Background: an optimization exercise with open tools, aiming at small area and a short achievable clock period. Do not read the settings as production practice.
Only simulation tests tie the RTL to the original design; equivalence was not proved.

// cwu_codec
module cwu_codec (
    input  wire        clk,
    input  wire        rst,
    input  wire        enc_valid,
    input  wire [63:0] enc_data,
    input  wire [35:0] enc_h,
    input  wire [2:0]  enc_word,
    input  wire        enc_poison,
    output reg         enc_out_valid,
    output reg  [23:0] enc_check,
    input  wire        dec_valid,
    input  wire [63:0] dec_data,
    input  wire [23:0] dec_check,
    input  wire [35:0] dec_h,
    input  wire [2:0]  dec_word,
    input  wire        dec_erase_en,
    input  wire [3:0]  dec_erase_dev,
    output reg         dec_out_valid,
    output reg  [63:0] dec_out_data,
    output reg  [2:0]  dec_outcome,
    output reg  [3:0]  dec_position,
    output reg  [23:0] dec_synd
);
Size in the first run: about 21000 um2 of cells after synthesis.
Settings: LEC_CHECK=0, CAP_MARGIN=20, CORE_MARGIN=2, CORE_UTILIZATION=50, GPL_ROUTABILITY_DRIVEN=1, SLEW_MARGIN=20; clock period 28.0 ns.
standard.sh (not shown) runs the stock make flow with config.mk's settings and CLKGATE_MAP_FILE= SYNTH_SCRIPT=/design/flow/synth_recipe.tcl, a recipe that flattens the netlist after the stock synthesis.
==> flow/flow/run.sh <==
#!/bin/bash
# Own flow: the standard layout (standard.sh) with two changes:
#  - ABC maps the logic with flow/abc.script (an area-oriented mapping
#    followed by ABC's buffering and sizing) instead of ORFS's
#    abc_speed/abc_area script; the synthesis passes before and after ABC
#    are standard.sh's own (synth_recipe.tcl);
#  - repair_timing aims for SETUP_SLACK_MARGIN=20.5 ns of setup slack;
#  - the port buffers that global placement inserts on every input and
#    output are sky130_fd_sc_hd__buf_1 cells.
# Each tool's output is in orfs/logs/ (per step) and make_flow.log.
set -euo pipefail
W=$(pwd)
cp flow/abc.script "$W/abc_custom.script"
cat > "$W/custom_synth.tcl" <<EOT
proc abc {args} {
  set i [lsearch -exact \$args -script]
  if {\$i >= 0} { lset args [expr {\$i + 1}] $W/abc_custom.script }
  puts "custom abc script: $W/abc_custom.script"
  yosys abc {*}\$args
}
source $W/synth_recipe.tcl
EOT
sed -e "s#SYNTH_SCRIPT=[^ ]*#SYNTH_SCRIPT=$W/custom_synth.tcl 'BUFFER_PORTS_ARGS=-buffer_cell sky130_fd_sc_hd__buf_1' SETUP_SLACK_MARGIN=20.5#" standard.sh > "$W/custom_standard.sh"
grep -q "SYNTH_SCRIPT=$W/custom_synth.tcl" "$W/custom_standard.sh"
bash "$W/custom_standard.sh" > "$W/make_flow.log" 2>&1
==> flow/flow/abc.script <==
strash
ifraig
scorr
dc2
dch -f
&get -n
&st
&dch
&nf -R 1000
&put
buffer -c
topo
stime -c
upsize -c
dnsize -c
Next try:
--- a/flow/flow/run.sh
+++ b/flow/flow/run.sh
@@ -5,7 +5,6 @@
 #    abc_speed/abc_area script; the synthesis passes before and after ABC
 #    are standard.sh's own (synth_recipe.tcl);
-#  - repair_timing aims for SETUP_SLACK_MARGIN=20.5 ns of setup slack;
 #  - the port buffers that global placement inserts on every input and
-#    output are sky130_fd_sc_hd__buf_1 cells.
+#    output are sky130_fd_sc_hd__buf_2 cells.
 # Each tool's output is in orfs/logs/ (per step) and make_flow.log.
 set -euo pipefail
@@ -21,5 +20,5 @@
 source $W/synth_recipe.tcl
 EOT
-sed -e "s#SYNTH_SCRIPT=[^ ]*#SYNTH_SCRIPT=$W/custom_synth.tcl 'BUFFER_PORTS_ARGS=-buffer_cell sky130_fd_sc_hd__buf_1' SETUP_SLACK_MARGIN=20.5#" standard.sh > "$W/custom_standard.sh"
+sed -e "s#SYNTH_SCRIPT=[^ ]*#SYNTH_SCRIPT=$W/custom_synth.tcl 'BUFFER_PORTS_ARGS=-buffer_cell sky130_fd_sc_hd__buf_2'#" standard.sh > "$W/custom_standard.sh"
 grep -q "SYNTH_SCRIPT=$W/custom_synth.tcl" "$W/custom_standard.sh"
 bash "$W/custom_standard.sh" > "$W/make_flow.log" 2>&1
=> The new run completed with no timing, DRC or antenna violations. Count of clock-buffer cells in the layout fell by 3. Die area does not change.
Next try:
==> flow/flow/run.sh (replaced) <==
#!/bin/bash
# Own flow: the standard layout (standard.sh) with these changes:
#  - ABC maps the logic with flow/abc.script (an area-oriented mapping)
#    instead of ORFS's abc_speed/abc_area script; the synthesis passes
#    before and after ABC are standard.sh's own (synth_recipe.tcl);
#  - repair_timing aims for SETUP_SLACK_MARGIN=20.5 ns of setup slack;
#  - the port buffers that global placement inserts on every input and
#    output are sky130_fd_sc_hd__buf_1 cells.
# Each tool's output is in orfs/logs/ (per step) and make_flow.log.
set -euo pipefail
W=$(pwd)
cp flow/abc.script "$W/abc_custom.script"
cat > "$W/custom_synth.tcl" <<EOT
proc abc {args} {
  set i [lsearch -exact \$args -script]
  if {\$i >= 0} { lset args [expr {\$i + 1}] $W/abc_custom.script }
  puts "custom abc script: $W/abc_custom.script"
  yosys abc {*}\$args
}
source $W/synth_recipe.tcl
EOT
sed -e "s#SYNTH_SCRIPT=[^ ]*#SYNTH_SCRIPT=$W/custom_synth.tcl 'BUFFER_PORTS_ARGS=-buffer_cell sky130_fd_sc_hd__buf_1' SETUP_SLACK_MARGIN=20.5#" standard.sh > "$W/custom_standard.sh"
grep -q "SYNTH_SCRIPT=$W/custom_synth.tcl" "$W/custom_standard.sh"
bash "$W/custom_standard.sh" > "$W/make_flow.log" 2>&1
==> flow/flow/abc.script (replaced) <==
strash
ifraig
scorr
dc2
dch -f
&get -n
&st
&dch
&nf -R 1000
&put
topo
Non-clock buffer count rose by 30.
First-iteration DRC count is lower by 4.8%.
Next try:
==> flow/flow/run.sh (replaced) <==
#!/bin/bash
# Own flow: the standard layout (standard.sh) with two changes:
#  - ABC maps the logic with flow/abc.script (an area-oriented mapping
#    followed by ABC's buffering and sizing) instead of ORFS's
#    abc_speed/abc_area script; the synthesis passes before and after ABC
#    are standard.sh's own (synth_recipe.tcl);
#  - repair_timing aims for SETUP_SLACK_MARGIN=20.8 ns of setup slack;
#  - the port buffers that global placement inserts on every input and
#    output are sky130_fd_sc_hd__buf_1 cells.
# Each tool's output is in orfs/logs/ (per step) and make_flow.log.
set -euo pipefail
W=$(pwd)
cp flow/abc.script "$W/abc_custom.script"
cat > "$W/custom_synth.tcl" <<EOT
proc abc {args} {
  set i [lsearch -exact \$args -script]
  if {\$i >= 0} { lset args [expr {\$i + 1}] $W/abc_custom.script }
  puts "custom abc script: $W/abc_custom.script"
  yosys abc {*}\$args
}
source $W/synth_recipe.tcl
EOT
sed -e "s#SYNTH_SCRIPT=[^ ]*#SYNTH_SCRIPT=$W/custom_synth.tcl 'BUFFER_PORTS_ARGS=-buffer_cell sky130_fd_sc_hd__buf_1' SETUP_SLACK_MARGIN=20.8#" standard.sh > "$W/custom_standard.sh"
grep -q "SYNTH_SCRIPT=$W/custom_synth.tcl" "$W/custom_standard.sh"
bash "$W/custom_standard.sh" > "$W/make_flow.log" 2>&1
==> flow/flow/abc.script (replaced) <==
strash
ifraig
scorr
dc2
dch -f
&get -n
&st
&dch
&nf -R 1000
&put
buffer -c
topo
stime -c
upsize -c
dnsize -c
Effect: First-iteration DRC count goes down by 3.1%. Global-route usage goes down by 1.2 points. Hold slack improves by 15 ps. Routed wire length goes up by about 3%. Cell count goes up by 1.7%. Die area goes up by about 4.6%.

separate check: timing with driven ports:
No port has a modelled driver above. Below, the same layouts with a new extraction and two added sets of constraints.
Step 1 (the two cells are an assumption about what drives the block):
set clk [get_ports {clk}]
set_driving_cell -lib_cell sky130_fd_sc_hd__clkbuf_16 $clk
set_driving_cell -lib_cell sky130_fd_sc_hd__buf_2 [delete_from_list [all_inputs] $clk]
Step 2 times the ports against the registers' clock, not the clock port: input delays grow and output delays shrink by t, the midpoint of the rising clock arrivals with the driver on.
a / b / c = no drivers / after step 1 / after step 2; a / b = the first two.
run	t, ns	setup slack, ns	hold slack, ns
the first run	0.620	20.518 / 20.549 / 19.929	0.417 / 0.417 / 0.417
the second run	0.617	18.775 / 18.775 / 18.775	0.375 / 0.375 / 0.375
the third run	0.623	20.544 / 20.575 / 19.951	0.371 / 0.371 / 0.371
the fourth run	0.617	20.801 / 20.837 / 20.220	0.386 / 0.386 / 0.386
After both steps setup and hold are still met in every run listed. For the third run, which loses most, drivers alone change the setup slack by +0.031 ns; drivers and shift together by -0.593 ns.
